Context: an optimization exercise on an open-source flow, tuned for small area, a short achievable clock period and few clock cycles per item. The choices shown serve that exercise and are no tape-out recipe.
In this exercise RTL edits were held to simulation tests only and were not proved equivalent to the original.
No activity file was given, so power comes from the tool's default toggle rates.

==> design/flow/design.v <==
module conf_fdiv (
    input  wire               clk,
    input  wire               rst,
    input  wire               start,
    input  wire        [14:0] r0,
    input  wire        [31:0] q0,
    input  wire        [3:0]  cycles,
    input  wire               neg,
    input  wire        [14:0] divisor,
    output reg                busy,
    output wire signed [32:0] quot,
    output wire        [14:0] rem
);
    reg [14:0] r;
    reg [31:0] q;
    reg [14:0] d;
    reg [16:0] d3;
    reg        ng;
    reg [3:0]  cnt;
    function [16:0] step4;    
        input [14:0] rr;
        input [1:0]  b;
        input [14:0] dd;
        input [16:0] dd3;
        reg   [16:0] t;
        reg   [17:0] s1, s2, s3;
        begin
            t  = {rr, b};
            s1 = {1'b0, t} - {3'b0, dd};
            s2 = {1'b0, t} - {2'b0, dd, 1'b0};
            s3 = {1'b0, t} - {1'b0, dd3};
            if (!s3[17])      step4 = {2'd3, s3[14:0]};
            else if (!s2[17]) step4 = {2'd2, s2[14:0]};
            else if (!s1[17]) step4 = {2'd1, s1[14:0]};
            else              step4 = {2'd0, t[14:0]};
        end
    endfunction
    wire [16:0] s_hi = step4(r,           q[31:30], d, d3);
    wire [16:0] s_lo = step4(s_hi[14:0],  q[29:28], d, d3);
    always @(posedge clk) begin
        if (rst) begin
            busy <= 1'b0;
        end else if (start) begin
            r    <= r0;
            q    <= q0;
            d    <= divisor;
            d3   <= {2'b0, divisor} + {1'b0, divisor, 1'b0};
            ng   <= neg;
            cnt  <= cycles;
            busy <= 1'b1;
        end else if (busy) begin
            r   <= s_lo[14:0];
            q   <= {q[27:0], s_hi[16:15], s_lo[16:15]};
            cnt <= cnt - 4'd1;
            if (cnt == 4'd1) busy <= 1'b0;
        end
    end
    wire rnz = (r != 15'd0);
    assign quot = !ng ? $signed({1'b0, q}) :
                  rnz ? $signed(~{1'b0, q}) : -$signed({1'b0, q});
    assign rem  = (ng && rnz) ? (d - r) : r;
endmodule
module conf_raymap (
    input  wire        clk,
    input  wire        rst,
    input  wire [12:0] cfg_hogels_x,
    input  wire [12:0] cfg_hogels_y,
    input  wire [4:0]  cfg_views_u,
    input  wire [4:0]  cfg_views_v,
    input  wire [1:0]  cfg_lens_type,
    input  wire [1:0]  cfg_layout,
    input  wire [1:0]  cfg_view_flip,
    input  wire [7:0]  cfg_slant_p,
    input  wire [4:0]  cfg_slant_q,
    input  wire [14:0] cfg_pitch_x,
    input  wire [14:0] cfg_pitch_y,
    input  wire        req_valid,
    output wire        req_ready,
    input  wire [15:0] req_px,
    input  wire [15:0] req_py,
    input  wire [1:0]  req_k,
    output wire        map_req,
    output wire [23:0] map_addr,
    input  wire        map_ack,
    input  wire [63:0] map_data,
    output wire        res_valid,
    input  wire        res_ready,
    output wire [1:0]  res_kind,
    output wire [29:0] res_ray,
    output wire [1:0]  res_colour
);
    localparam [1:0] K_MAPPED = 2'd0, K_UNMAPPED = 2'd1, K_BLACK = 2'd2;
    reg [12:0] c_hx, c_hy;
    reg [4:0]  c_nu, c_nv;
    reg [1:0]  c_lens, c_lay, c_flip;
    reg [5:0]  c_pabs;
    reg        c_pneg;
    reg [4:0]  c_q;
    reg [14:0] c_px, c_py;
    reg [8:0]  c_nuv;
    reg [18:0] c_b256, c_b768;    
    wire [7:0] pneg_in = 8'd0 - cfg_slant_p;
    always @(posedge clk) begin
        if (rst) begin
            c_hx   <= cfg_hogels_x;
            c_hy   <= cfg_hogels_y;
            c_nu   <= cfg_views_u;
            c_nv   <= cfg_views_v;
            c_lens <= cfg_lens_type;
            c_lay  <= cfg_layout;
            c_flip <= cfg_view_flip;
            c_pneg <= cfg_slant_p[7];
            c_pabs <= cfg_slant_p[7] ? pneg_in[5:0] : cfg_slant_p[5:0];
            c_q    <= cfg_slant_q;
            c_px   <= cfg_pitch_x;
            c_py   <= cfg_pitch_y;
            c_nuv  <= cfg_views_u * cfg_views_v;
            c_b256 <= {cfg_pitch_x, 4'd0} - 19'd1;
            c_b768 <= {cfg_pitch_x, 4'd0} - 19'd3;
        end
    end
    wire        lens0 = (c_lens == 2'd0);
    wire        lens1 = (c_lens == 2'd1);
    wire        lens2 = (c_lens == 2'd2);
    wire        mode3 = !lens1 && c_lay[1];
    wire [13:0] hpx   = c_px[14:1];
    wire [13:0] hpy   = c_py[14:1];
    reg  [15:0] q_px [0:1];
    reg  [15:0] q_py [0:1];
    reg  [1:0]  q_k  [0:1];
    reg  [1:0]  q_li [0:1];
    reg  [2:0]  q_oh [0:1];
    reg  [16:0] q_pm [0:1];    
    reg  [1:0]  q_cnt;
    wire [1:0]  n_li = mode3 ? req_k : 2'd0;
    wire [2:0]  n_oh = !mode3 ? 3'b001 : (req_k == 2'd0) ? 3'b001 : (req_k == 2'd1) ? 3'b010 : 3'b100;
    wire [16:0] n_pm = {1'b0, req_px} - 17'd1;
    assign req_ready = (q_cnt != 2'd2);
    wire   push = req_valid && req_ready;
    wire   pop;
    always @(posedge clk) begin
        if (rst) begin
            q_cnt <= 2'd0;
        end else begin
            if (pop) begin
                q_px[0] <= q_px[1]; q_py[0] <= q_py[1]; q_k[0] <= q_k[1];
                q_li[0] <= q_li[1]; q_pm[0] <= q_pm[1]; q_oh[0] <= q_oh[1];
            end
            if (push) begin
                if (q_cnt == 2'd0 || (q_cnt == 2'd1 && pop)) begin
                    q_px[0] <= req_px; q_py[0] <= req_py; q_k[0] <= req_k;
                    q_li[0] <= n_li; q_pm[0] <= n_pm; q_oh[0] <= n_oh;
                end else begin
                    q_px[1] <= req_px; q_py[1] <= req_py; q_k[1] <= req_k;
                    q_li[1] <= n_li; q_pm[1] <= n_pm; q_oh[1] <= n_oh;
                end
            end
            q_cnt <= q_cnt + {1'b0, push} - {1'b0, pop};
        end
    end
    wire        hv    = (q_cnt != 2'd0);
    wire [15:0] h_px  = q_px[0];
    wire [15:0] h_py  = q_py[0];
    wire [1:0]  h_k   = q_k[0];
    wire [1:0]  h_li  = q_li[0];
    wire [2:0]  h_oh  = q_oh[0];
    wire [16:0] h_pm  = q_pm[0];
    wire [1:0]  h_col = c_lay[0] ? (2'd2 - h_k) : h_k;
    wire [25:0] h_px768 = {h_px, 9'd0} + {1'b0, h_px, 8'd0};
    wire [25:0] h_x0 = (lens1 || c_lay[1]) ? (h_px768 + 26'd384)
                                           : (h_px768 + {15'd0, h_k, 8'd0} + 26'd128);
    wire [7:0]  h_k85 = {h_k, 6'd0} + {2'd0, h_k, 4'd0} + {4'd0, h_k, 2'd0} + {6'd0, h_k};
    wire [23:0] h_y  = mode3 ? ({h_py, 8'd0} + 24'd43 + {16'd0, h_k85})
                             : ({h_py, 8'd0} + 24'd128);
    reg         dx_start, dy_start;
    reg  [14:0] dx_r0, dy_r0, dx_d, dy_d;
    reg  [31:0] dx_q0, dy_q0;
    reg  [3:0]  dx_cyc, dy_cyc;
    reg         dx_neg, dy_neg;
    wire        dx_busy, dy_busy;
    wire signed [32:0] dx_quot, dy_quot;
    wire [14:0] dx_rem, dy_rem;
    conf_fdiv u_dx (.clk(clk), .rst(rst), .start(dx_start), .r0(dx_r0), .q0(dx_q0),
                    .cycles(dx_cyc), .neg(dx_neg), .divisor(dx_d),
                    .busy(dx_busy), .quot(dx_quot), .rem(dx_rem));
    conf_fdiv u_dy (.clk(clk), .rst(rst), .start(dy_start), .r0(dy_r0), .q0(dy_q0),
                    .cycles(dy_cyc), .neg(dy_neg), .divisor(dy_d),
                    .busy(dy_busy), .quot(dy_quot), .rem(dy_rem));
    reg         m_start;
    reg  [23:0] m_ain;
    reg  [12:0] m_bin;
    reg  [31:0] m_acc, m_a;
    reg  [12:0] m_b;
    reg         m_busy;
    always @(posedge clk) begin
        if (rst) begin
            m_busy <= 1'b0;
        end else if (m_start) begin
            m_acc  <= 32'd0;
            m_a    <= {8'd0, m_ain};
            m_b    <= m_bin;
            m_busy <= (m_bin != 13'd0);
        end else if (m_busy) begin
            m_acc <= m_acc + (m_b[0] ? m_a : 32'd0) + (m_b[1] ? {m_a[30:0], 1'b0} : 32'd0)
                           + (m_b[2] ? {m_a[29:0], 2'b0} : 32'd0);
            m_a   <= {m_a[28:0], 3'b000};
            m_b   <= {3'b000, m_b[12:3]};
            if (m_b[12:3] == 10'd0) m_busy <= 1'b0;
        end
    end
    reg [25:0] k256q, k768q;
    reg [14:0] k256r, k768r;
    reg [14:0] k256c, k768c;    
    reg [24:0] kdyq;
    reg [14:0] kdyr;
    reg signed [15:0] kdsq;
    reg [4:0]  kdsr;
    reg         l_v    [0:2];
    reg  [15:0] l_px   [0:2];
    reg  [1:0]  l_k    [0:2];
    reg  [15:0] l_py   [0:2];
    reg  signed [32:0] l_x [0:2];
    reg         l_axv  [0:2];
    reg  [27:0] l_axq  [0:2];
    reg  [14:0] l_axr  [0:2];
    reg         l_yunm [0:2];
    reg  [11:0] l_hy   [0:2];
    reg  [15:0] l_ylow [0:2];
    reg  [14:0] l_yr   [0:2];
    reg  [23:0] l_rb   [0:2];
    reg  signed [31:0] l_s [0:2];    
    reg  [4:0]  l_sr   [0:2];
    reg         l_ayv  [0:2];        
    reg         l_may  [0:2];        
    reg         c_v    [0:2];
    reg  [23:0] c_tag  [0:2];
    reg         c_blk  [0:2];
    reg  signed [11:0] c_rot [0:2];
    reg  signed [11:0] c_scl [0:2];
    reg  signed [32:0] c_eaq [0:2];
    reg  [14:0] c_ear  [0:2];
    reg  signed [32:0] c_ebq [0:2];
    reg  [14:0] c_ebr  [0:2];
    reg  [29:0] c_rb   [0:2];
    reg         c_wide [0:2];    
    localparam [3:0] S_PRE = 4'd0, S_PREW = 4'd1, S_RUN = 4'd2,
                     S_LR0 = 4'd3, S_LR1 = 4'd4, S_LR2 = 4'd5, S_LR3 = 4'd6,
                     S_AXR = 4'd7, S_AXW = 4'd8, S_PRE2 = 4'd9, S_RS0 = 4'd10,
                     S_RS1 = 4'd11, S_LR2B = 4'd12, S_AXC = 4'd13, S_AXC2 = 4'd14,
                     S_PRE3 = 4'd15;
    reg [3:0] state;
    reg         t_yout, t_rbok, t_lr;
    reg  [1:0]  t_c3;
    reg  [11:0] t_ohy;
    localparam [1:0] FE_IDLE = 2'd0, FE_RD = 2'd1, FE_ST = 2'd2, FE_W = 2'd3;
    reg  [1:0]  fe;
    reg         f_pf;
    wire        lr_want;
    wire        fe_yield = (fe == FE_IDLE) || (f_pf && fe == FE_W);
    wire        fe_abort;
    wire        fe_start;
    reg  [23:0] f_idx, f_tag;
    reg  [1:0]  f_slot, last_cs;
    reg         f_blk;
    reg  signed [11:0] f_rot, f_scl;
    reg  signed [15:0] f_dx, f_dy;
    wire        L_v = (h_oh[0] & l_v[0]) | (h_oh[1] & l_v[1]) | (h_oh[2] & l_v[2]);
    wire [15:0] L_px = ({16{h_oh[0]}} & l_px[0]) | ({16{h_oh[1]}} & l_px[1]) | ({16{h_oh[2]}} & l_px[2]);
    wire [1:0]  L_k = ({2{h_oh[0]}} & l_k[0]) | ({2{h_oh[1]}} & l_k[1]) | ({2{h_oh[2]}} & l_k[2]);
    wire [15:0] L_py = ({16{h_oh[0]}} & l_py[0]) | ({16{h_oh[1]}} & l_py[1]) | ({16{h_oh[2]}} & l_py[2]);
    wire signed [32:0] L_x = $signed(({33{h_oh[0]}} & l_x[0]) | ({33{h_oh[1]}} & l_x[1]) | ({33{h_oh[2]}} & l_x[2]));
    wire        L_axv = (h_oh[0] & l_axv[0]) | (h_oh[1] & l_axv[1]) | (h_oh[2] & l_axv[2]);
    wire [27:0] L_axq = ({28{h_oh[0]}} & l_axq[0]) | ({28{h_oh[1]}} & l_axq[1]) | ({28{h_oh[2]}} & l_axq[2]);
    wire [14:0] L_axr = ({15{h_oh[0]}} & l_axr[0]) | ({15{h_oh[1]}} & l_axr[1]) | ({15{h_oh[2]}} & l_axr[2]);
    wire        L_yunm = (h_oh[0] & l_yunm[0]) | (h_oh[1] & l_yunm[1]) | (h_oh[2] & l_yunm[2]);
    wire [11:0] L_hy = ({12{h_oh[0]}} & l_hy[0]) | ({12{h_oh[1]}} & l_hy[1]) | ({12{h_oh[2]}} & l_hy[2]);
    wire [15:0] L_ylow = ({16{h_oh[0]}} & l_ylow[0]) | ({16{h_oh[1]}} & l_ylow[1]) | ({16{h_oh[2]}} & l_ylow[2]);
    wire [14:0] L_yr = ({15{h_oh[0]}} & l_yr[0]) | ({15{h_oh[1]}} & l_yr[1]) | ({15{h_oh[2]}} & l_yr[2]);
    wire [23:0] L_rb = ({24{h_oh[0]}} & l_rb[0]) | ({24{h_oh[1]}} & l_rb[1]) | ({24{h_oh[2]}} & l_rb[2]);
    wire signed [31:0] L_s = $signed(({32{h_oh[0]}} & l_s[0]) | ({32{h_oh[1]}} & l_s[1]) | ({32{h_oh[2]}} & l_s[2]));
    wire [4:0]  L_sr = ({5{h_oh[0]}} & l_sr[0]) | ({5{h_oh[1]}} & l_sr[1]) | ({5{h_oh[2]}} & l_sr[2]);
    wire        L_ayv = (h_oh[0] & l_ayv[0]) | (h_oh[1] & l_ayv[1]) | (h_oh[2] & l_ayv[2]);
    wire        L_may = (h_oh[0] & l_may[0]) | (h_oh[1] & l_may[1]) | (h_oh[2] & l_may[2]);
    wire        s_same = (h_px == L_px) && (h_k == L_k);
    wire        s_nk   = !mode3 && (h_px == L_px) && (h_k == L_k + 2'd1);
    wire        s_np   = (h_pm == {1'b0, L_px}) && (mode3 || (h_k == 2'd0 && L_k == 2'd2));
    wire        lhit   = L_v && (h_py == L_py) && (s_same || s_nk || s_np);
    wire        u256   = !lens1 && (s_nk || (s_np && !mode3));
    wire        u768   = s_np && (mode3 || lens1);
    wire        c256 = (L_axr >= k256c);
    wire        c768 = (L_axr >= k768c);
    wire [14:0] ar256 = c256 ? (L_axr - k256c) : (L_axr + k256r);
    wire [14:0] ar768 = c768 ? (L_axr - k768c) : (L_axr + k768r);
    wire [27:0] aq256a = L_axq + {2'd0, k256q};
    wire [27:0] aq256b = L_axq + {2'd0, k256q} + 28'd1;
    wire [27:0] aq768a = L_axq + {2'd0, k768q};
    wire [27:0] aq768b = L_axq + {2'd0, k768q} + 28'd1;
    wire [27:0] aq256 = c256 ? aq256b : aq256a;
    wire [27:0] aq768 = c768 ? aq768b : aq768a;
    wire [27:0] axq_n = u256 ? aq256 : u768 ? aq768 : L_axq;
    wire [14:0] axr_n = u256 ? ar256 : u768 ? ar768 : L_axr;
    wire signed [32:0] x256 = L_x + 33'sd256;
    wire signed [32:0] x768 = L_x + 33'sd768;
    wire signed [32:0] xn   = u256 ? x256 : u768 ? x768 : L_x;
    wire        inr0   = !L_x[32] && (L_x[32:12] < {6'd0, c_px});
    wire        inr256 = ($signed(L_x[32:8]) >= -25'sd1) && ($signed(L_x[32:8]) < $signed({6'd0, c_b256}));
    wire        inr768 = ($signed(L_x[32:8]) >= -25'sd3) && ($signed(L_x[32:8]) < $signed({6'd0, c_b768}));
    wire        inr    = u256 ? inr256 : u768 ? inr768 : inr0;
    wire        need_ax = !L_yunm && inr && !L_axv;
    reg         v_r2;
    reg         r2_unm;
    reg  [11:0] r2_hx, r2_hy;
    reg  [15:0] r2_xlow, r2_ylow;
    reg  [14:0] r2_xr, r2_yr;
    reg  [23:0] r2_rb;
    reg  [1:0]  r2_col, r2_li;
    wire        r2_free;
    reg         t_nax;
    wire        r1_go = ((state == S_RUN && !L_may) || (state == S_AXC2 && !t_nax))
                        && hv && lhit && r2_free;
    assign pop = r1_go;
    function may_f;
        input signed [32:0] xv;
        begin
            may_f = xv[32] && (xv[32:10] == {23{1'b1}}) && (xv[9:8] != 2'b00);
        end
    endfunction
    wire        hxbig = ({1'b0, r2_hx} >= c_hx);
    wire        unm2  = r2_unm || hxbig;
    wire [23:0] tag   = {r2_hy, r2_hx};
    wire        ch0   = c_v[0] && (c_tag[0] == tag);
    wire        ch1   = c_v[1] && (c_tag[1] == tag);
    wire        ch2   = c_v[2] && (c_tag[2] == tag);
    wire        chit  = ch0 || ch1 || ch2;
    wire [1:0]  cs    = ch0 ? 2'd0 : ch1 ? 2'd1 : 2'd2;
    wire        e_free;
    wire        r2_emit = v_r2 && (unm2 || chit) && e_free;
    wire        r2_miss = v_r2 && !unm2 && !chit;
    assign r2_free = !v_r2 || r2_emit;
    always @(posedge clk) begin
        if (rst) begin
            v_r2 <= 1'b0;
        end else if (r1_go) begin
            v_r2 <= 1'b1;
        end else if (r2_emit) begin
            v_r2 <= 1'b0;
        end
        if (r1_go) begin
            r2_unm  <= L_yunm || !inr;
            r2_hx   <= axq_n[27:16];
            r2_hy   <= L_hy;
            r2_xlow <= axq_n[15:0];
            r2_xr   <= axr_n;
            r2_ylow <= L_ylow;
            r2_yr   <= L_yr;
            r2_rb   <= L_rb;
            r2_col  <= h_col;
            r2_li   <= h_li;
        end
    end
    wire        yout_c = (h_y >= {c_py, 12'd0});
    wire [11:0] hy_c   = dy_quot[27:16];
    wire signed [32:0] x_c = $signed({7'd0, h_x0}) - L_s
                             - ((lens2 && L_hy[0]) ? $signed({19'd0, hpx}) : 33'sd0);
    wire        rs_ok  = L_v && L_ayv && ({1'b0, h_py} == {1'b0, L_py} + 17'd1);
    wire [15:0] ys     = {1'b0, L_yr} + {1'b0, kdyr};
    wire        cy     = (ys >= {1'b0, c_py});
    wire [14:0] yr_n   = cy ? (ys[14:0] - c_py) : ys[14:0];
    wire [28:0] ay_na  = {1'b0, L_hy, L_ylow} + {4'd0, kdyq};
    wire [28:0] ay_nb  = {1'b0, L_hy, L_ylow} + {4'd0, kdyq} + 29'd1;
    wire [28:0] ay_n   = cy ? ay_nb : ay_na;
    wire [11:0] hy_n   = ay_n[27:16];
    wire [5:0]  ss     = {1'b0, L_sr} + {1'b0, kdsr};
    wire        csl    = (ss >= {1'b0, c_q});
    wire [4:0]  sr_n   = csl ? (ss[4:0] - c_q) : ss[4:0];
    wire signed [31:0] s_na = L_s + kdsq;
    wire signed [31:0] s_nb = L_s + kdsq + 32'sd1;
    wire signed [31:0] s_n  = csl ? s_nb : s_na;
    wire        hy_same = (L_hy == t_ohy);
    wire        hy_inc  = (L_hy == t_ohy + 12'd1);
    wire [23:0] rb_inc  = L_rb + {11'd0, c_hx};
    wire [16:0] r3w     = {1'b0, k256r, 1'b0} + {2'b0, k256r};
    wire [1:0]  c3      = (r3w >= {1'b0, c_px, 1'b0}) ? 2'd2 : (r3w >= {2'b0, c_px}) ? 2'd1 : 2'd0;
    wire [16:0] px3     = {2'b0, c_px} + {1'b0, c_px, 1'b0};
    wire [16:0] k3c     = ((t_c3 == 2'd2) ? px3 : (t_c3 == 2'd1) ? {1'b0, c_px, 1'b0} : {2'b0, c_px}) - r3w;
    wire        lx_inr = !L_x[32] && (L_x < $signed({6'd0, c_px, 12'd0}));
    wire signed [16:0] cxa     = $signed({3'd0, hpx}) + f_dx;
    wire signed [16:0] cya     = $signed({3'd0, hpy}) + f_dy;
    wire [16:0] cxn = 17'd0 - cxa;
    wire [16:0] cyn = 17'd0 - cya;
    wire [15:0] cxm = cxa[16] ? cxn[15:0] : cxa[15:0];
    wire [15:0] cym = cya[16] ? cyn[15:0] : cya[15:0];
    wire        cxs = (cxm < {1'b0, c_px});    
    wire        cys = (cym < {1'b0, c_py});
    always @(*) begin
        dx_start = 1'b0; dx_r0 = 15'd0; dx_q0 = 32'd0; dx_cyc = 4'd7; dx_neg = 1'b0; dx_d = c_px;
        dy_start = 1'b0; dy_r0 = 15'd0; dy_q0 = 32'd0; dy_cyc = 4'd7; dy_neg = 1'b0; dy_d = c_py;
        m_start  = 1'b0; m_ain = 24'd0; m_bin = 13'd0;
        case (state)
            S_PRE: begin
                dx_start = 1'b1; dx_q0 = 32'h1000_0000;
                dy_start = 1'b1; dy_q0 = 32'h1000_0000;
            end
            S_PREW: if (!dx_busy && !dy_busy) begin
                dx_start = lens0; dx_q0 = {2'd0, c_pabs, 8'd0, 16'd0}; dx_cyc = 4'd4;
                dx_neg = c_pneg; dx_d = {10'd0, c_q};
            end
            S_LR0: begin
                dy_start = !yout_c;
                dy_r0 = {3'd0, h_y[23:12]}; dy_q0 = {h_y[11:0], 20'd0};
                m_start = lens0; m_ain = h_y; m_bin = {7'd0, c_pabs};
            end
            S_LR1: begin
                dx_start = !m_busy;
                dx_q0 = m_acc; dx_cyc = 4'd8; dx_neg = c_pneg; dx_d = {10'd0, c_q};
            end
            S_LR2B: begin
                dx_start = !L_yunm && lx_inr;
                dx_r0 = L_x[26:12]; dx_q0 = {L_x[11:0], 20'd0};
                m_start = !L_yunm && !t_rbok; m_ain = {11'd0, c_hx}; m_bin = {1'b0, L_hy};
            end
            S_AXR: begin
                dx_start = 1'b1;
                dx_r0 = L_x[26:12]; dx_q0 = {L_x[11:0], 20'd0};
            end
            default: ;
        endcase
        if (fe_start) begin
                dx_start = 1'b1; dx_neg = !cxa[16] && (cxa != 17'sd0);
                if (cxs) begin dx_r0 = cxm[14:0]; dx_cyc = 4'd4; end
                else     begin dx_q0 = {cxm, 16'd0}; dx_cyc = 4'd8; end
                dy_start = 1'b1; dy_neg = !cya[16] && (cya != 17'sd0);
                if (cys) begin dy_r0 = cym[14:0]; dy_cyc = 4'd4; end
                else     begin dy_q0 = {cym, 16'd0}; dy_cyc = 4'd8; end
                m_start = 1'b1; m_ain = f_idx; m_bin = {4'd0, c_nuv};
        end
    end
    integer i, j;
    always @(posedge clk) begin
        if (rst) begin
            state <= S_PRE;
            for (i = 0; i < 3; i = i + 1) begin
                l_v[i] <= 1'b0;
            end
        end else begin
            if (r1_go) begin
                l_px[h_li]  <= h_px;
                l_k[h_li]   <= h_k;
                l_x[h_li]   <= xn;
                l_axq[h_li] <= axq_n;
                l_axr[h_li] <= axr_n;
                l_axv[h_li] <= L_axv && inr;
                l_may[h_li] <= !(L_axv && inr) && !L_yunm && may_f(xn);
            end
            case (state)
                S_PRE:  state <= S_PREW;
                S_PREW: if (!dx_busy && !dy_busy) begin
                    k256q <= dx_quot[25:0]; k256r <= dx_rem;
                    kdyq  <= dy_quot[24:0]; kdyr  <= dy_rem;
                    state <= S_PRE2;
                end
                S_PRE2: begin
                    t_c3  <= c3;
                    state <= S_PRE3;
                end
                S_PRE3: if (!dx_busy) begin
                    k256c <= c_px - k256r;
                    k768c <= k3c[14:0];
                    k768q <= {k256q[24:0], 1'b0} + k256q + {24'd0, t_c3};
                    k768r <= r3w[14:0] - ((t_c3 == 2'd2) ? {c_px[13:0], 1'b0} : (t_c3 == 2'd1) ? c_px : 15'd0);
                    kdsq  <= lens0 ? dx_quot[15:0] : 16'sd0;
                    kdsr  <= lens0 ? dx_rem[4:0] : 5'd0;
                    state <= S_RUN;
                end
                S_RUN: begin
                    if (hv && !lhit && fe_yield) begin
                        state <= rs_ok ? S_RS0 : S_LR0;
                    end else if (hv && lhit && L_may) begin
                        state      <= S_AXC;
                    end
                end
                S_AXC: begin
                    t_nax <= need_ax;
                    state <= S_AXC2;
                end
                S_AXC2: begin
                    if (t_nax) begin
                        if (fe_yield) begin
                            l_px[h_li] <= h_px;
                            l_k[h_li]  <= h_k;
                            l_x[h_li]  <= xn;
                            state      <= S_AXR;
                        end
                    end else if (r1_go) begin
                        state <= S_RUN;
                    end
                end
                S_LR0: begin
                    t_yout <= yout_c;
                    state  <= lens0 ? S_LR1 : S_LR2;
                end
                S_LR1: if (!m_busy) state <= S_LR2;
                S_LR2: if (!dx_busy && !dy_busy) begin
                    l_py[h_li]   <= h_py;
                    l_ayv[h_li]  <= !t_yout;
                    l_hy[h_li]   <= hy_c;
                    l_ylow[h_li] <= dy_quot[15:0];
                    l_yr[h_li]   <= dy_rem;
                    l_s[h_li]    <= lens0 ? dx_quot[31:0] : 32'sd0;
                    l_sr[h_li]   <= lens0 ? dx_rem[4:0] : 5'd0;
                    t_lr         <= 1'b1;
                    state        <= S_RS1;
                end
                S_RS0: begin
                    l_py[h_li]   <= h_py;
                    l_ayv[h_li]  <= !ay_n[28];
                    l_hy[h_li]   <= hy_n;
                    l_ylow[h_li] <= ay_n[15:0];
                    l_yr[h_li]   <= yr_n;
                    l_s[h_li]    <= lens0 ? s_n : 32'sd0;
                    l_sr[h_li]   <= sr_n;
                    t_ohy        <= L_hy;
                    t_lr         <= 1'b0;
                    state        <= S_RS1;
                end
                S_RS1: begin
                    l_yunm[h_li] <= !L_ayv || ({1'b0, L_hy} >= c_hy);
                    l_px[h_li]   <= h_px;
                    l_k[h_li]    <= h_k;
                    l_x[h_li]    <= x_c;
                    if (!t_lr && hy_inc) l_rb[h_li] <= rb_inc;
                    t_rbok       <= !t_lr && (hy_same || hy_inc);
                    state        <= S_LR2B;
                end
                S_LR2B: begin
                    l_axv[h_li]  <= lx_inr && !L_yunm;
                    l_may[h_li]  <= !lx_inr && !L_yunm && may_f(L_x);
                    state        <= S_LR3;
                end
                S_LR3: if (!dx_busy && !m_busy) begin
                    l_v[h_li]    <= 1'b1;
                    l_axq[h_li]  <= dx_quot[27:0];
                    l_axr[h_li]  <= dx_rem;
                    if (!t_rbok) l_rb[h_li] <= m_acc[23:0];
                    state        <= S_RUN;
                end
                S_AXR: state <= S_AXW;
                S_AXW: if (!dx_busy) begin
                    l_axv[h_li] <= 1'b1;
                    l_may[h_li] <= 1'b0;
                    l_axq[h_li] <= dx_quot[27:0];
                    l_axr[h_li] <= dx_rem;
                    state       <= S_RUN;
                end
                default: state <= S_PRE;
            endcase
        end
    end
    wire [11:0] nhx    = r2_hx + 12'd1;
    wire [23:0] ntag   = {r2_hy, nhx};
    wire        nh0    = c_v[0] && (c_tag[0] == ntag);
    wire        nh1    = c_v[1] && (c_tag[1] == ntag);
    wire        nh2    = c_v[2] && (c_tag[2] == ntag);
    wire        pf_req = !mode3 && v_r2 && !unm2 && chit && !(nh0 || nh1 || nh2)
                         && ({1'b0, nhx} < c_hx);
    wire [1:0]  cs1    = (cs == 2'd2) ? 2'd0 : cs + 2'd1;
    wire [1:0]  lcs1   = (last_cs == 2'd2) ? 2'd0 : last_cs + 2'd1;
    wire [1:0]  dem_slot = mode3 ? r2_li : lcs1;
    wire        dem_ok   = !(v1 && e_cs == dem_slot);
    wire        pf_ok    = !(v1 && e_cs == cs1);
    wire        abort    = fe_abort;
    wire [11:0] chx      = f_tag[11:0] + 12'd1;
    wire [23:0] ctag     = {f_tag[23:12], chx};
    wire [1:0]  cvict    = (f_slot == 2'd2) ? 2'd0 : f_slot + 2'd1;
    wire        cch      = (c_v[0] && c_tag[0] == ctag) || (c_v[1] && c_tag[1] == ctag)
                           || (c_v[2] && c_tag[2] == ctag);
    wire        cvbusy   = (cvict == 2'd0) ? ch0 : (cvict == 2'd1) ? ch1 : ch2;
    wire        chain_ok = !mode3 && !f_pf && ({1'b0, chx} < c_hx) && !cch && (state == S_RUN)
                           && !(v1 && e_cs == cvict) && !(v_r2 && cvbusy);
    assign lr_want  = hv && (!lhit || L_may);
    assign fe_abort = ((state == S_RUN && lr_want) || (state == S_AXC2 && t_nax)) && f_pf && (fe == FE_W);
    assign fe_start = (fe == FE_ST) && !f_blk && (state == S_RUN || state == S_AXC || state == S_AXC2);
    always @(posedge clk) begin
        if (rst) begin
            fe      <= FE_IDLE;
            last_cs <= 2'd0;
            for (j = 0; j < 3; j = j + 1) begin
                c_v[j] <= 1'b0;
            end
        end else begin
            if (r2_emit && !unm2) last_cs <= cs;
            case (fe)
                FE_IDLE: if (r2_miss) begin
                    if (dem_ok) begin
                        f_pf   <= 1'b0;
                        f_idx  <= r2_rb + {12'd0, r2_hx};
                        f_tag  <= tag;
                        f_slot <= dem_slot;
                        c_v[dem_slot] <= 1'b0;
                        fe     <= FE_RD;
                    end
                end else if (pf_req && state == S_RUN && pf_ok) begin
                    f_pf   <= 1'b1;
                    f_idx  <= r2_rb + {12'd0, nhx};
                    f_tag  <= ntag;
                    f_slot <= cs1;
                    c_v[cs1] <= 1'b0;
                    fe     <= FE_RD;
                end
                FE_RD: if (map_ack) begin
                    f_dx  <= map_data[15:0];
                    f_dy  <= map_data[31:16];
                    f_blk <= map_data[56];
                    f_rot <= map_data[43:32];
                    f_scl <= map_data[55:44];
                    fe    <= FE_ST;
                end
                FE_ST: begin
                    if (fe_start || f_blk) fe <= FE_W;
                end
                FE_W: begin
                    if (r2_miss && tag == f_tag) f_pf <= 1'b0;
                    if (!f_blk && (dx_busy || dy_busy || m_busy)) begin
                        if (abort || (f_pf && r2_miss && tag != f_tag)) fe <= FE_IDLE;
                    end else begin
                        c_tag[f_slot] <= f_tag;
                        c_blk[f_slot] <= f_blk;
                        c_rot[f_slot] <= f_rot;
                        c_scl[f_slot] <= f_scl;
                        c_eaq[f_slot] <= dx_quot;
                        c_ear[f_slot] <= dx_rem;
                        c_ebq[f_slot] <= dy_quot;
                        c_ebr[f_slot] <= dy_rem;
                        c_rb[f_slot]  <= m_acc[29:0];
                        c_wide[f_slot] <= !((dx_quot[32:17] == {16{dx_quot[32]}}) && !(!dx_quot[32] && dx_quot[16]))
                                       || !((dy_quot[32:17] == {16{dy_quot[32]}}) && !(!dy_quot[32] && dy_quot[16]));
                        c_v[f_slot]   <= 1'b1;
                        if (chain_ok) begin
                            f_pf        <= 1'b1;
                            f_tag       <= ctag;
                            f_idx       <= f_idx + 24'd1;
                            f_slot      <= cvict;
                            c_v[cvict]  <= 1'b0;
                            fe          <= FE_RD;
                        end else begin
                            fe          <= FE_IDLE;
                        end
                    end
                end
                default: fe <= FE_IDLE;
            endcase
        end
    end
    assign map_req  = (fe == FE_RD);
    assign map_addr = f_idx;
    reg  vsk;
    wire en = !vsk;
    reg  v1, v2, v3, v4, v5;
    reg  ph;
    reg  [1:0]  e_kind, e_col, e_cs;
    reg  [15:0] e_xlow, e_ylow;
    reg  [14:0] e_xr, e_yr;
    reg  [1:0]  a_kind, a_col;
    reg  signed [33:0] a_a, a_b;
    reg  signed [11:0] a_rot, a_scl;
    reg  [29:0] a_rb;
    reg         wide_a;
    wire hold   = v2 && wide_a && !ph;
    wire e_adv  = en && !hold;
    assign e_free = !v1 || e_adv;
    always @(posedge clk) begin
        if (rst) begin
            v1 <= 1'b0;
        end else if (r2_emit) begin
            v1 <= 1'b1;
        end else if (e_adv) begin
            v1 <= 1'b0;
        end
        if (r2_emit) begin
            e_kind <= unm2 ? K_UNMAPPED : (c_blk[cs] ? K_BLACK : K_MAPPED);
            e_col  <= r2_col;
            e_cs   <= cs;
            e_xlow <= r2_xlow;
            e_xr   <= r2_xr;
            e_ylow <= r2_ylow;
            e_yr   <= r2_yr;
        end
    end
    wire [15:0] ca_s = {1'b0, e_xr} + {1'b0, c_ear[e_cs]};
    wire [15:0] cb_s = {1'b0, e_yr} + {1'b0, c_ebr[e_cs]};
    wire        ca   = (ca_s >= {1'b0, c_px});
    wire        cb   = (cb_s >= {1'b0, c_py});
    reg         a_ca, a_cb, a_lo;
    reg  signed [17:0] a_mA, a_mB;
    wire signed [33:0] sum_a = $signed({18'd0, e_xlow}) + c_eaq[e_cs];
    wire signed [33:0] sum_b = $signed({18'd0, e_ylow}) + c_ebq[e_cs];
    wire        nwide = (e_kind == K_MAPPED) && c_wide[e_cs];
    always @(posedge clk) begin
        if (rst) begin
            v2 <= 1'b0;
        end else if (e_adv) begin
            v2 <= v1;
        end
        if (e_adv) begin
            a_kind <= e_kind;
            a_col  <= e_col;
            a_a    <= sum_a;
            a_b    <= sum_b;
            a_mA   <= nwide ? $signed({sum_a[33], sum_a[33:17]}) : sum_a[17:0];
            a_mB   <= nwide ? $signed({sum_b[33], sum_b[33:17]}) : sum_b[17:0];
            a_lo   <= !nwide;
            a_ca   <= ca;
            a_cb   <= cb;
            a_rot  <= c_rot[e_cs];
            a_scl  <= c_scl[e_cs];
            a_rb   <= c_rb[e_cs];
            wide_a <= nwide;
        end else if (en && hold) begin
            a_mA   <= $signed({1'b0, a_a[16:0]});
            a_mB   <= $signed({1'b0, a_b[16:0]});
            a_lo   <= 1'b1;
        end
    end
    wire        lo_pass = a_lo;
    wire signed [17:0] m_A = a_mA;
    wire signed [17:0] m_B = a_mB;
    wire signed [12:0] sc1 = $signed({a_scl[11], a_scl});
    wire signed [35:0] pya = (lo_pass && a_ca) ? 36'sd65536 + sc1 : 36'sd0;
    wire signed [35:0] pyb = (lo_pass && a_cb) ? 36'sd65536 + sc1 : 36'sd0;
    wire signed [35:0] pra = (lo_pass && a_ca) ? $signed({{24{a_rot[11]}}, a_rot}) : 36'sd0;
    wire signed [35:0] prb = (lo_pass && a_cb) ? $signed({{24{a_rot[11]}}, a_rot}) : 36'sd0;
    wire signed [35:0] off = lo_pass ? 36'sd2147483648 : 36'sd0;
    wire signed [30:0] px1 = a_scl * m_A + $signed(pya[30:0]);
    wire signed [30:0] px2 = a_rot * m_B + $signed(prb[30:0]);
    wire signed [30:0] py1 = a_scl * m_B + $signed(pyb[30:0]);
    wire signed [30:0] py2 = a_rot * m_A + $signed(pra[30:0]);
    reg  signed [17:0] q_mA, q_mB;
    reg         q_lo;
    reg  signed [30:0] q_x1, q_y1;
    reg  signed [30:0] q_x2, q_y2;
    reg         q_hi;
    reg  signed [35:0] hi_a, hi_b;
    reg  [1:0]  p_kind, p_col;
    reg         p_wide;
    reg  [29:0] p_rb;
    always @(posedge clk) begin
        if (rst) begin
            v3   <= 1'b0;
            ph   <= 1'b0;
            q_hi <= 1'b0;
        end else if (en) begin
            q_hi <= hold;
            if (hold) begin
                v3 <= 1'b0;
                ph <= 1'b1;
            end else begin
                v3 <= v2;
                ph <= 1'b0;
            end
        end
        if (en) begin
            q_x1 <= px1;
            q_x2 <= px2;
            q_mA <= m_A;
            q_mB <= m_B;
            q_lo <= lo_pass;
            q_y1 <= py1;
            q_y2 <= py2;
            if (!hold) begin
                p_kind <= a_kind;
                p_col  <= a_col;
                p_wide <= wide_a;
                p_rb   <= a_rb;
            end
        end
    end
    wire signed [35:0] qoff = q_lo ? 36'sd2147483648 : 36'sd0;
    wire signed [35:0] pa = ($signed({{18{q_mA[17]}}, q_mA}) <<< 16) + q_x1 - q_x2 + qoff;
    wire signed [35:0] pb = ($signed({{18{q_mB[17]}}, q_mB}) <<< 16) + q_y1 + q_y2 + qoff;
    always @(posedge clk) begin
        if (en && q_hi) begin
            hi_a <= pa;
            hi_b <= pb;
        end
    end
    wire signed [53:0] ta  = (p_wide ? ($signed({{18{hi_a[35]}}, hi_a}) <<< 17) : 54'sd0) + pa;
    wire signed [53:0] tb  = (p_wide ? ($signed({{18{hi_b[35]}}, hi_b}) <<< 17) : 54'sd0) + pb;
    reg  [1:0]  s_kind, s_col;
    reg         s_ua, s_oa, s_ub, s_ob;
    reg  [15:0] s_va, s_vb;
    reg  [29:0] s_rb;
    always @(posedge clk) begin
        if (rst) begin
            v4 <= 1'b0;
        end else if (en) begin
            v4 <= v3;
        end
        if (en) begin
            s_kind <= p_kind;
            s_col  <= p_col;
            s_ua   <= ta[53];
            s_oa   <= !ta[53] && (ta[52:32] != 21'd0);
            s_va   <= ta[31:16];
            s_ub   <= tb[53];
            s_ob   <= !tb[53] && (tb[52:32] != 21'd0);
            s_vb   <= tb[31:16];
            s_rb   <= p_rb;
        end
    end
    wire [20:0] upm = s_va * c_nu;
    wire [20:0] vpm = s_vb * c_nv;
    wire [3:0]  nu1 = c_nu[3:0] - 4'd1;
    wire [3:0]  nv1 = c_nv[3:0] - 4'd1;
    wire [3:0]  up  = s_ua ? 4'd0 : s_oa ? nu1 : upm[19:16];
    wire [3:0]  vp  = s_ub ? 4'd0 : s_ob ? nv1 : vpm[19:16];
    wire [3:0]  vu  = c_flip[0] ? (nu1 - up) : up;
    wire [3:0]  vv  = c_flip[1] ? (nv1 - vp) : vp;
    reg  [1:0]  w_kind, w_col;
    reg  [3:0]  w_vu, w_vv;
    reg  [29:0] w_rb;
    always @(posedge clk) begin
        if (rst) begin
            v5 <= 1'b0;
        end else if (en) begin
            v5 <= v4;
        end
        if (en) begin
            w_kind <= s_kind;
            w_col  <= s_col;
            w_vu   <= vu;
            w_vv   <= vv;
            w_rb   <= s_rb;
        end
    end
    wire [8:0]  w_vvnu = w_vv * c_nu;
    wire [29:0] w_ray = (w_kind == K_MAPPED) ? (w_rb + {21'd0, w_vvnu} + {26'd0, w_vu}) : 30'd0;
    reg         vo;
    reg  [1:0]  o_kind, o_col, k_kind, k_col;
    reg  [29:0] o_ray, k_ray;
    wire        o_free = !vo || res_ready;
    always @(posedge clk) begin
        if (rst) begin
            vo  <= 1'b0;
            vsk <= 1'b0;
        end else if (vsk) begin
            if (o_free) begin
                vo  <= 1'b1;
                vsk <= 1'b0;
            end
        end else if (o_free) begin
            vo <= v5;
        end else if (v5) begin
            vsk <= 1'b1;
        end
        if (vsk) begin
            if (o_free) begin
                o_kind <= k_kind; o_col <= k_col; o_ray <= k_ray;
            end
        end else if (o_free) begin
            o_kind <= w_kind; o_col <= w_col; o_ray <= w_ray;
        end else begin
            k_kind <= w_kind; k_col <= w_col; k_ray <= w_ray;
        end
    end
    assign res_valid  = vo;
    assign res_kind   = o_kind;
    assign res_ray    = o_ray;
    assign res_colour = o_col;
endmodule
==> design/flow/flow/run.sh <==
#!/bin/bash
# Standard layout, with timing repair aiming well below the clock period.
set -euo pipefail
export SETUP_SLACK_MARGIN=${MARGIN:-13}
bash standard.sh > standard.log 2>&1
==> design/flow/standard.sh <==
#!/bin/bash
# synth_recipe.tcl (not shown) runs the flow's synth.tcl, then flattens the netlist and writes it again
# the make line also repeats each setting of config.mk as NAME=value (left out here)
make -C /OpenROAD-flow-scripts/flow DESIGN_CONFIG=/design/flow/config.mk WORK_HOME=/design/flow/orfs CLKGATE_MAP_FILE= SYNTH_SCRIPT=/design/flow/synth_recipe.tcl "${@:-finish}"
==> design/flow/config.mk <==
export PLATFORM = sky130hd
export DESIGN_NAME = conf_raymap
export DESIGN_NICKNAME = conf_raymap
export VERILOG_FILES = /design/flow/design.v
export SDC_FILE = /design/flow/constraint.sdc
export NUM_CORES = 4
export LEC_CHECK = 0
export ABC_CLOCK_PERIOD_IN_PS = 5000
export CAP_MARGIN = 20
export CORE_MARGIN = 2
export CORE_UTILIZATION = 40
export SLEW_MARGIN = 20
export TNS_END_PERCENT = 100
==> design/flow/constraint.sdc <==
create_clock -name core_clock -period 20.0 [get_ports {clk}]
set_input_delay 4.0000 -clock core_clock [delete_from_list [all_inputs] [get_ports {clk}]]
set_output_delay 4.0000 -clock core_clock [all_outputs]
set_load 0.01 [all_outputs]
==> results.tsv <==
stage	metric	value	unit
place	dp_hpwl	431800	um
finish	post-route-cell-area	227500	um^2
timing	timing_hold_violations_final	0	
clock_network	h_tree_depth	5	
routing	firstDrtPassIters	9	
die	die_h	709.1	um
synth	postSynthCellCount	18700	
synth	synth_edf_count	2706	
timing	setup_total_negative_slack	0	ns
clock_network	cts.path.max_buffers	4	
place	placedInstanceArea	210100	um^2
routing	drt_iter0_markers	12010	
timing	tightest_hold_margin	0.3781	ns
timing	setup_violations	0	
finish	mostFrequentLayoutCells	edfxtp_1 (2706), inv_1 (1939), nand2_1 (1758), ha_1 (1566), fa_1 (1120)	
place	detailedPlace.worstSlack	10.78	ns
power_and_ir_drop	p_per_area	128.3	nW/um^2
routing	drt-wirelength-per-cell	22.69	um
clock_network	clkTransAtPathRegs	0.06	ns
worst_setup_path	cp.arrival	8.88	ns
power_and_ir_drop	leakage_power_of_the_design	91.63	nW
synth	synth_async_sr_flop_share	0	%
timing	layout_min_cycle_time	8.231	ns
routing	antenna_violating_nets_post_route	0	
finish	layout_commonest_cell	edfxtp_1	
synth	mappedNetlistArea	198900	um^2
worst_setup_path	critPathMaxFanout	4	
timing	slew_headroom	16.79	%
outcome	run_status	timing/DRC/antenna clean	
timing	final_slew_violations	0	
worst_setup_path	endpoint_kind_of_the_worst_setup_timing_path	flip-flop	
clock_network	tritoncts.num_buffers	318	
grt	initial_antenna_violation_count	41	
finish	layout_cells_sized_above_1	9.737	%
die	start_util	40.21	%
synth	total_of_flip_flops_plus_latches_after_synthesis	2736	
die	die_area	502800	um^2
die	die_width	709.1	um
power_and_ir_drop	vdd_ir_drop_max	0.0001960	V
synth	seq_area_frac_synth	41.16	%
power_and_ir_drop	fin_total_pwr	29.19	mW
timing	skew	0.09707	ns
worst_setup_path	worst_ep_required_time	20.65	ns
timing	fmax	0.1215	GHz
synth	netlist-cell-type-count	102	
die	floorplan.rows	258	
hold_path	hold_class	flip-flop to flip-flop	
synth	synth.avg_cell_area	10.64	um^2
clock_network	root_buffer	clkbuf_16	
worst_setup_path	path_common_cell	ha_4	
place	gpl.final_weighted_congestion	0.9267	
grt	via_count_of_the_first_global_routing_pass	142900	
grt	first_pass_grt_wire_length	887200	um
routing	via_count	143900	
worst_setup_path	crit_path_max_incr_delay	0.51	ns
grt	overflow	0	
synth	synth_ff_type	edfxtp_1	
timing	post-route-period-util	41.15	%
synth	net_count_after_synthesis	21650	
worst_setup_path	crit_slowest_cell	or4_4	
worst_setup_path	setup.worst_path.class	flip-flop to flip-flop	
grt	largest_net_degree_at_the_start_of_global_routing	130	
timing	setup_repair_after_global_routing_missed_its_margin	yes	
routing	finalWirelength	594700	um
worst_setup_path	start_kind	flip-flop	
grt	total_routing_resource_utilization_after_global_routing	23.15	%
timing	tightestPinTransition	1.235	ns
finish	nNetsFinal	22250	
finish	syn_to_final_growth	14.42	%
timing	worst_slack	11.77	ns
routing	viasPerCell	5.492	
die	io_pins	249	
place	numPortBuffers	240	
die	core_area	494500	um^2
clock_network	tritoncts	done	
run	max_cap_viol_count	0	
clock_network	clock_insertion_delay_worst_skew	1.01	ns
clock_network	cts_num_sinks	2736	
routing	remaining_drcs	0	
synth	yosys_warnings	8	
## cell type report
type	count	area, um^2
clock buffer	366	8243
inverter	1972	7450
timing repair buffer	963	8756
sequential	2736	81870
clock inverter	211	2556
multi-input combinational	13310	110300
antenna	22	55.05
fill	46020	267000
tap	6630	8295
## report_power, final
part           leakage (nW)  internal, mW  total (mW)  switching, mW
logic                  60.8          6.37        15.3           8.90
registers              25.6          7.34        7.84          0.496
clock network          5.17          3.55        6.08           2.54
## flip-flops by register name (all words and copies together) (netlist names), 48 cells and up, named ones only
register / flops
c_eaq: 99
l_px: 48
c_rb: 90
l_rb: 72
l_s: 96
l_ylow: 48
l_axq: 84
c_tag: 72
l_x: 99
l_py: 48
c_ebq: 99
## routing by layer
metal / up-vias / part of all wire [%] / track usage (%) / wire (um)
met5: - / 0.020 / 0 / 119
met4: 18 / 5.5 / 11.11 / 32840
met3: 1018 / 6.6 / 3.193 / 39080
met2: 4577 / 46 / 38.11 / 276200
met1: 71530 / 41 / 30.13 / 246500
li1: 66790 / - / - / -
## cells by family (layout without fill, tap and decap cells)
kind of cell | after synthesis | after routing | synth area share [%]
other | 0 | 22 | 0
XOR/XNOR | 1454 | 1454 | 6.404
AO/OA/AOI/OAI | 3667 | 3667 | 11.85
adder cells (fa/ha/maj) | 2762 | 2762 | 21.67
AND/OR/NAND/NOR | 5093 | 5098 | 12.19
flip-flops | 2736 | 2736 | 41.16
buffers and inverters | 2657 | 3512 | 5.045
multiplexers | 326 | 326 | 1.680
## cell usage after synthesis, types with 49 or more instances
cell type / instances / share of area, %
a22oi_1: 124 / 0.47
o21ai_0: 924 / 2.3
nor3_1: 239 / 0.60
fa_1: 1137 / 11
edfxtp_1: 2706 / 41
a21o_1: 288 / 1.1
a222oi_1: 157 / 0.79
o21bai_1: 186 / 0.70
clkbuf_1: 570 / 1.1
and3_1: 148 / 0.47
ha_1: 1625 / 10
o21a_1: 130 / 0.49
or2_2: 49 / 0.15
mux2i_1: 264 / 1.3
nand4_1: 130 / 0.41
xor2_1: 461 / 2.0
inv_1: 1967 / 3.7
a211oi_1: 118 / 0.45
o31ai_1: 92 / 0.35
nor2b_1: 184 / 0.58
nor4_1: 106 / 0.33
a21oi_1: 1003 / 2.5
nor2_1: 1113 / 2.1
nand3_1: 269 / 0.68
nand2_1: 1783 / 3.4
o211ai_1: 60 / 0.23
buf_1: 86 / 0.16
or3_1: 78 / 0.25
a31oi_1: 68 / 0.21
nand2b_1: 224 / 0.70
xnor2_1: 993 / 4.4
and2_1: 627 / 2.0
mux2_2: 62 / 0.35
a21boi_0: 93 / 0.35
## metrics by stage
stage	util (%)	instances
2_1_floorplan	-	18700
3_3_place_gp	42.46	25190
3_5_place_dp	42.47	25200
5_1_grt	46.00	26190
6_report	46.01	26210
4_1_cts	45.52	26050
## path summary, 6_finish.rpt
kind / startpoint / end / slack (ns) / cells past startpoint
min: r2_yr[3] / e_yr[3] / 0.38 / 0
max: q_y2[2] / s_ob / 11.77 / 37
max reg2reg: q_y2[2] / s_ob / 11.77 / 37
min reg2reg: r2_yr[3] / e_yr[3] / 0.38 / 0
## worst max-delay path, delay by kind of cell, from the launching register on
| kind | cells | cell delay, ns |
|---|---|---|
| fa+ha+maj | 5 | 1.27 |
| xor+xnor | 1 | 0.31 |
| flops | 1 | 0.44 |
| compound gates | 21 | 3.72 |
| simple gates | 9 | 1.99 |
| buf+inv | 1 | 0.16 |
## repair_timing
| item | in CTS | in global routing |
|---|---|---|
| pin swaps | 187 | 270 |
| setup endpoints to repair | 609 | 427 |
| buffers inserted | 261 | 128 |
| hold buffers | 0 | 0 |
| gates resized for setup | 411 | 333 |
| gates cloned | 15 | 5 |
Testbench counts, summed over its fixed seeds: cycles 18,113, items 11,520.

[port drivers added, routing unchanged]
Ports are ideal in the flow. The routed layout listed here was re-timed in OpenROAD. Step 1: set_driving_cell puts a clkbuf_16 on clk and a buf_2 on each other input, an assumption about the parent block. Step 2 times the ports against the registers' clock, not the clock port: input delays grow and output delays shrink by t, the midpoint of the rising clock arrivals with the driver on. Slacks: ideal / step 1 / step 2; pairs: ideal / step 1.
t, ns: 1.086
setup slack, ns: 11.769 / 11.769 / 11.769
worst hold slack (ns): 0.378 / 0.378 / 0.378
worst setup path at the end: register to register
latest minus earliest clock arrival (ns): 0.100 / 0.100
After both steps setup and hold are still met in this run. The setup slack of this run moves by 0.000 ns with the drivers and by 0.000 ns with both steps.
